Source: an optimization exercise on an open RTL-to-GDS flow (aim: small area, a short achievable clock period and few clock cycles per item). Production flows keep margins and buffers that such runs may drop. RTL that was checked went through simulation tests only; none was proved equivalent to the original. Power and IR drop assume default switching activity.

Setup of trial 36:
==> flow/design.v <==
module mbcq_enc #(
    parameter integer L  = 36,      
    parameter integer RP = 33,      
    parameter integer HQ = 2        
) (
    input  wire        clk,
    input  wire        rst,         
    input  wire        in_valid,
    output wire        in_ready,
    input  wire        in_last,     
    input  wire [1:0]  in_fmt,      
    input  wire [1:0]  in_k,        
    input  wire [31:0] in_elem,     
    output wire        out_valid,
    input  wire        out_ready,
    output wire        out_hdr,     
    output wire        out_last,    
    output wire [15:0] out_data
);
    localparam integer QW = (HQ > 2) ? 2 : 1;       
    function automatic [4:0] lzc23;      
        input [22:0] v;
        integer i;
        begin
            lzc23 = 5'd23;
            for (i = 0; i < 23; i = i + 1)
                if (v[i]) lzc23 = 5'd23 - i[4:0];
        end
    endfunction
    wire        i_f16  = (in_fmt == 2'd2);
    wire        i_b16  = (in_fmt == 2'd1);
    wire        i_s    = (i_f16 || i_b16) ? in_elem[15] : in_elem[31];
    wire [7:0]  i_ex   = i_f16 ? {3'b000, in_elem[14:10]} : i_b16 ? in_elem[14:7] : in_elem[30:23];
    wire [22:0] i_man  = i_f16 ? {in_elem[9:0], 13'h0} : i_b16 ? {in_elem[6:0], 16'h0} : in_elem[22:0];
    wire [4:0]  i_lz   = i_f16 ? lzc23({in_elem[9:0], 13'h0}) :
                         i_b16 ? lzc23({in_elem[6:0], 16'h0}) : lzc23(in_elem[22:0]);
    reg        rdy;               
    reg        busy;              
    reg        a_v, a_last, a_s, a_f16;
    reg [1:0]  a_k;
    reg [7:0]  a_ex;
    reg [22:0] a_man;
    reg [4:0]  a_lz;              
    assign in_ready = rdy;
    always @(posedge clk) begin
        a_s    <= i_s;
        a_ex   <= i_ex;
        a_man  <= i_man;
        a_lz   <= i_lz;
        a_f16  <= i_f16;
        a_k    <= in_k;
        a_last <= in_last;
        if (rst) a_v <= 1'b0;
        else     a_v <= in_valid & !busy;
    end
    wire        a_spec = a_f16 ? (a_ex[4:0] == 5'h1F) : (a_ex == 8'hFF);
    wire        a_sub  = (a_ex == 8'd0);
    wire        a_zero = a_sub && (a_man == 23'd0);
    wire [8:0]  a_base = a_f16 ? 9'd369 : 9'd257;       
    wire [8:0]  a_ebf  = a_sub ? a_base - {4'b0000, a_lz} : a_base - 9'd1 + {1'b0, a_ex};
    wire [8:0]  a_eb   = a_spec ? 9'h1FF : a_zero ? 9'd0 : a_ebf;
    wire [8:0]  a_ebm  = (a_spec || a_zero) ? 9'd0 : a_ebf;    
    wire [22:0] c_frac = a_sub ? (a_man << a_lz) : a_man;
    wire [25:0] c_word = {a_s, a_eb, c_frac[22:8], |c_frac[7:0]};
    reg [4:0]  bcnt;              
    reg [8:0]  e_run;             
    reg        esc_run;
    reg [1:0]  k_run;
    wire [8:0] e_new   = (a_ebm > e_run) ? a_ebm : e_run;
    wire       esc_new = esc_run | a_spec;
    wire [1:0] k_new   = (bcnt == 5'd0) ? a_k : k_run;
    wire       b_end   = a_v && (a_last || bcnt == 5'd31);
    reg [16:0]   hq [0:HQ-1];
    reg [QW-1:0] hq_wp, hq_rp;
    reg [QW:0]   hq_cnt;
    always @(posedge clk) begin
        if (b_end) hq[hq_wp] <= {esc_new, e_new, k_new, bcnt};
    end
    always @(posedge clk) begin
        if (rst) begin
            bcnt    <= 5'd0;
            e_run   <= 9'd0;
            esc_run <= 1'b0;
            hq_wp   <= {QW{1'b0}};
        end else if (a_v) begin
            if (b_end) begin
                bcnt    <= 5'd0;
                e_run   <= 9'd0;
                esc_run <= 1'b0;
                hq_wp   <= (hq_wp == HQ - 1) ? {QW{1'b0}} : hq_wp + 1'b1;
            end else begin
                bcnt    <= bcnt + 5'd1;
                e_run   <= e_new;
                esc_run <= esc_new;
                k_run   <= k_new;
            end
        end
    end
    reg [25:0]  ring [0:L-1];
    reg [L-1:0] ring_v;
    integer w;
    always @(posedge clk) begin
        ring[0] <= a_v ? c_word : ring[L-1];
        for (w = 1; w < L; w = w + 1)
            ring[w] <= ring[w - 1];
    end
    reg        o1_v;
    reg        adv_q;             
    wire       adv = !o1_v;
    reg        have;
    reg [5:0]  wpos;
    reg        rd_act;            
    reg [4:0]  rd_rem;            
    reg [9:0]  rd_eoff;           
    reg [1:0]  rd_k;
    reg        rd_esc;
    wire [16:0] hq_h     = hq[hq_rp];
    wire        hq_any   = (hq_cnt != 0);
    wire        at_rd    = have && (wpos == RP);
    wire        iss_hdr  = adv && !rd_act && hq_any && have && (wpos == RP - 1);
    wire        iss_code = adv && rd_act && at_rd;
    wire [8:0]  h_emax   = hq_h[15:7];
    wire        h_nz     = (h_emax != 9'd0);
    wire [1:0]  h_k      = hq_h[6:5];
    wire        h_esc    = hq_h[16];
    wire [8:0]  h_e      = h_nz ? h_emax + 9'd129 : 9'd0;      
    reg        nx_any;
    reg [5:0]  nx_pos;
    integer q;
    always @(*) begin
        nx_any = 1'b0;
        nx_pos = 6'd0;
        for (q = RP + 1; q < L; q = q + 1)
            if (ring_v[q]) begin nx_any = 1'b1; nx_pos = q; end
        for (q = 0; q < RP; q = q + 1)
            if (ring_v[q]) begin nx_any = 1'b1; nx_pos = q; end
    end
    always @(posedge clk) begin
        if (rst) begin
            ring_v <= {L{1'b0}};
            have   <= 1'b0;
        end else begin
            ring_v <= {ring_v[L-2:0], a_v | ring_v[L-1]} & ~({{(L-1){1'b0}}, iss_code} << (RP + 1));
            if (iss_code) begin
                have <= nx_any || a_v;
                wpos <= !nx_any ? 6'd0 : (nx_pos == L - 1) ? 6'd0 : nx_pos + 6'd1;
            end else if (have) begin
                wpos <= (wpos == L - 1) ? 6'd0 : wpos + 6'd1;
            end else if (a_v) begin
                have <= 1'b1;
                wpos <= 6'd0;
            end
        end
    end
    always @(posedge clk) begin
        if (rst) begin
            rd_act <= 1'b0;
            hq_rp  <= {QW{1'b0}};
        end else if (iss_hdr) begin
            rd_act  <= 1'b1;
            rd_rem  <= hq_h[4:0];
            rd_eoff <= !h_nz ? 10'h3FF : {1'b0, h_emax} + {9'd0, h_esc} +
                       ((h_k == 2'd0) ? 10'd10 : (h_k == 2'd1) ? 10'd6 : 10'd2);
            rd_k    <= h_k;
            rd_esc  <= h_esc;
            hq_rp   <= (hq_rp == HQ - 1) ? {QW{1'b0}} : hq_rp + 1'b1;
        end else if (iss_code) begin
            rd_rem <= rd_rem - 5'd1;
            if (rd_rem == 5'd0) rd_act <= 1'b0;
        end
    end
    wire [QW:0] hq_nx  = hq_cnt + b_end - iss_hdr;
    always @(posedge clk) begin
        if (rst) hq_cnt <= {(QW+1){1'b0}};
        else     hq_cnt <= hq_nx;
    end
    wire [25:0] r1_w  = ring[RP];
    wire [8:0]  r1_eb = r1_w[24:16];
    wire [9:0]  r1_d  = rd_eoff - {1'b0, r1_eb};
    wire        r1_z  = (r1_d[9:5] != 5'd0);         
    wire [16:0] r1_h  = {1'b1, r1_w[15:0]};
    wire [33:0] x_sh  = {r1_h, 17'h0} >> r1_d[4:0];
    wire [14:0] x_q   = r1_z ? 15'd0 : x_sh[31:17];
    wire        x_rnd = !r1_z && x_sh[16] && ((|x_sh[15:0]) || x_sh[17]);
    reg        r2_v, r2_hdr, r2_last, r2_rnd, r2_s, r2_spec, r2_nan, r2_esc;
    reg [14:0] r2_q;
    reg [1:0]  r2_k;
    always @(posedge clk) begin
        if (rst) r2_v <= 1'b0;
        else if (adv) r2_v <= iss_hdr || iss_code;
        if (adv_q) begin
            r2_hdr  <= iss_hdr;
            r2_last <= iss_code && (rd_rem == 5'd0);
            r2_q    <= iss_hdr ? {6'd0, h_e} : x_q;
            r2_rnd  <= x_rnd;
            r2_s    <= r1_w[25];
            r2_spec <= (r1_eb == 9'h1FF);
            r2_nan  <= (r1_w[15:0] != 16'd0);
            r2_esc  <= iss_hdr ? h_esc : rd_esc;
            r2_k    <= rd_k;
        end
    end
    reg [14:0] hi_mask;       
    reg [15:0] kmask, top;    
    always @(*) begin
        case (r2_k)
            2'd0:    begin kmask = 16'h00FF; top = 16'h0080; end
            2'd1:    begin kmask = 16'h0FFF; top = 16'h0800; end
            default: begin kmask = 16'hFFFF; top = 16'h8000; end
        endcase
        case ({r2_k, r2_esc})
            3'b000:  hi_mask = 15'h7F80;
            3'b001:  hi_mask = 15'h7FC0;
            3'b010:  hi_mask = 15'h7800;
            3'b011:  hi_mask = 15'h7C00;
            3'b101, 3'b111: hi_mask = 15'h4000;
            default: hi_mask = 15'h0000;
        endcase
    end
    wire        ovf  = ((r2_q & hi_mask) != 15'd0) || (((r2_q | hi_mask) == 15'h7FFF) && r2_rnd);
    wire [15:0] lim  = {1'b0, ~hi_mask};
    wire [15:0] sgn_q = ({1'b0, r2_q} ^ {16{r2_s}}) + {15'd0, r2_s ^ r2_rnd};
    wire [15:0] sgn_l = r2_s ? ~lim + 16'd1 : lim;
    wire [15:0] sgn   = ovf ? sgn_l : sgn_q;
    reg [15:0] code;
    always @(*) begin
        if (r2_hdr)
            code = {r2_esc, 6'b000000, r2_q[8:0]};
        else if (r2_spec)
            code = r2_nan ? top : r2_s ? top + 16'd1 : top - 16'd1;
        else
            code = sgn & kmask;
    end
    reg        o0_v, o0_hdr, o0_last, o1_hdr, o1_last;
    reg        o0_e;                           
    reg [15:0] o0_data, o1_data;
    wire       w_v  = adv && r2_v;             
    wire       o0_ld = o0_e || out_ready;      
    always @(posedge clk) begin
        if (rst) begin
            o0_v  <= 1'b0;
            o0_e  <= 1'b1;
            o1_v  <= 1'b0;
            adv_q <= 1'b1;
        end else begin
            if (o0_ld) o0_v <= o1_v || w_v;
            if (o0_ld) o0_e <= !(o1_v || w_v);
            o1_v  <= o1_v ? !o0_ld : (w_v && !o0_ld);
            adv_q <= o1_v ? o0_ld : !(w_v && !o0_ld);
        end
        if (o0_ld) begin
            o0_hdr  <= o1_v ? o1_hdr  : r2_hdr;
            o0_last <= o1_v ? o1_last : r2_last;
            o0_data <= o1_v ? o1_data : code;
        end
        if (!o1_v) begin
            o1_hdr  <= r2_hdr;
            o1_last <= r2_last;
            o1_data <= code;
        end
    end
    reg  [5:0] lpos;              
    always @(posedge clk) begin
        if (rst || a_v) lpos <= 6'd0;
        else            lpos <= (lpos == L - 1) ? 6'd0 : lpos + 6'd1;
    end
    wire a_ends   = a_v ? (!b_end && bcnt == 5'd30) : (bcnt == 5'd31);
    wire take_now = in_valid && !busy;
    wire take_end = take_now && (in_last || a_ends);
    wire [5:0] lpos_w  = a_v ? 6'd1 : (lpos >= L - 2) ? lpos + 6'd2 - L : lpos + 6'd2;
    wire       start   = a_v ? b_end : (bcnt == 5'd0);
    wire       unwound = !have || (wpos < L - 2 && wpos + 6'd2 >= lpos_w);
    wire       slot_ok = !ring_v[L-3] || (iss_code && RP == L - 3);
    wire       idle_ok = start ? (lpos_w != 6'd0 && unwound && (hq_nx < HQ))
                               : (lpos_w == 6'd0);
    wire       rdy_nx  = slot_ok && (take_now ? !take_end : idle_ok);
    always @(posedge clk) begin
        if (rst) begin
            rdy  <= 1'b1;
            busy <= 1'b0;
        end else begin
            rdy  <= rdy_nx;
            busy <= !rdy_nx;
        end
    end
    assign out_valid = o0_v;
    assign out_hdr   = o0_hdr;
    assign out_last  = o0_last;
    assign out_data  = o0_data;
endmodule
==> flow/config.mk <==
export PLATFORM = sky130hd
export DESIGN_NAME = mbcq_enc
export DESIGN_NICKNAME = mbcq_enc
export VERILOG_FILES = /design/flow/design.v
export SDC_FILE = /design/flow/constraint.sdc
export NUM_CORES = 4
export LEC_CHECK = 0
export CAP_MARGIN = 20
export CORE_MARGIN = 2
export CORE_UTILIZATION = 70
export CTS_BUF_LIST = sky130_fd_sc_hd__clkbuf_8
export CTS_CLUSTER_DIAMETER = 70
export CTS_CLUSTER_SIZE = 14
export PLACE_DENSITY = 0.8
export SLEW_MARGIN = 20
==> flow/constraint.sdc <==
create_clock -name core_clock -period 16.0 [get_ports {clk}]
set_input_delay 3.2000 -clock core_clock [delete_from_list [all_inputs] [get_ports {clk}]]
set_output_delay 3.2000 -clock core_clock [all_outputs]
set_load 0.01 [all_outputs]
standard.sh (not shown) runs the stock make flow with config.mk's settings and CLKGATE_MAP_FILE= SYNTH_SCRIPT=/design/flow/synth_recipe.tcl, a recipe that flattens the netlist after the stock synthesis.
==> flow/flow/run.sh <==
#!/bin/bash
# Own layout flow: the standard ORFS flow (standard.sh), with the ports
# buffered by a plain buffer instead of the delay-cell buffer ORFS picks.
# The make output goes to flow.log in the work folder; ORFS's own per-step
# logs stay under orfs/logs/.
set -euo pipefail
bash standard.sh \
  "BUFFER_PORTS_ARGS=-buffer_cell sky130_fd_sc_hd__buf_2" \
  SETUP_SLACK_MARGIN=11.5 \
  finish > flow.log 2>&1
Trial 36 ran to completion and came out clean on the timing, design-rule and antenna checks.
Testbench counts of trial 36, summed over its fixed seeds: cycles 377,913, items 363,761.
Input-level comparison between trial 91 and trial 36:
--- a/flow/design.v
+++ b/flow/design.v
@@ -1,4 +1,4 @@
 module mbcq_enc #(
-    parameter integer L  = 36,      
+    parameter integer L  = 35,      
     parameter integer RP = 33,      
     parameter integer HQ = 2        
@@ -270,9 +270,16 @@
     wire [5:0] lpos_w  = a_v ? 6'd1 : (lpos >= L - 2) ? lpos + 6'd2 - L : lpos + 6'd2;
     wire       start   = a_v ? b_end : (bcnt == 5'd0);
-    wire       unwound = !have || (wpos < L - 2 && wpos + 6'd2 >= lpos_w);
-    wire       slot_ok = !ring_v[L-3] || (iss_code && RP == L - 3);
-    wire       idle_ok = start ? (lpos_w != 6'd0 && unwound && (hq_nx < HQ))
-                               : (lpos_w == 6'd0);
-    wire       rdy_nx  = slot_ok && (take_now ? !take_end : idle_ok);
+    wire       unwound = !have || ((wpos < L - 2 || iss_code) && wpos + 6'd2 >= lpos_w);
+    wire       rd_act_nx = iss_hdr ? 1'b1 : (iss_code && rd_rem == 5'd0) ? 1'b0 : rd_act;
+    wire       next_w    = iss_code || (have && wpos == RP - 1);
+    wire       o1n_0     = !o0_e && (o1_v || w_v);       
+    wire       read_1    = next_w && rd_act_nx;
+    wire       read_0    = read_1 && !o1n_0;
+    wire       slot_1    = !ring_v[L-3] || read_1;
+    wire       slot_0    = !ring_v[L-3] || read_0;
+    wire       idle_ok   = start ? (lpos_w != 6'd0 && unwound && (hq_nx < HQ))
+                                 : (lpos_w == 6'd0);
+    wire       pace_ok   = take_now ? !take_end : idle_ok;
+    wire       rdy_nx    = (out_ready ? slot_1 : slot_0) && pace_ok;
     always @(posedge clk) begin
         if (rst) begin
### Flow results
- Synthesized cell area (lower): trial 91
- Changes observed in trial 91 relative to trial 36: maximum frequency increased 1.4%, combinational cell fraction of total power increased 0.3 points, mean instance size in the synthesized netlist increased about 0.8%.
- Looking at post-synthesis net count, trial 91 sits about 1.2% lower than trial 36 does.
- Comparing trial 36 and trial 91, the higher time the final worst path needs with I/O delays and setup is on trial 36.
- Diff trial 36..trial 91 | hold slack | negligible
- Relative to trial 36, trial 91 improves power.
Function not checked in trial 91: the RTL went through the layout flow alone.

==> re-timing with driven ports <==
How much do the figures lean on ideal ports? The routed layouts below were timed once more, with nothing changed but the port constraints.
Step 1: set_driving_cell puts a clkbuf_16 on clk and a buf_2 on each other input, an assumption about the parent block.
Step 2 also shifts input and output timing later by t, the mid clock arrival at the registers, as if the neighbouring blocks saw the same clock.
Three values: ideal, step 1, step 2; two values: the first two.
run | t, ns | setup slack, ns | cell pins on the clock port's net
trial 36 | 0.752 | 11.493 / 11.437 / 10.884 | 1
trial 91 | 0.741 | 11.555 / 11.502 / 10.957 | 1
After both steps setup and hold are still met in every run listed. For trial 36, which loses most, drivers alone change the setup slack by -0.056 ns; drivers and shift together by -0.609 ns.
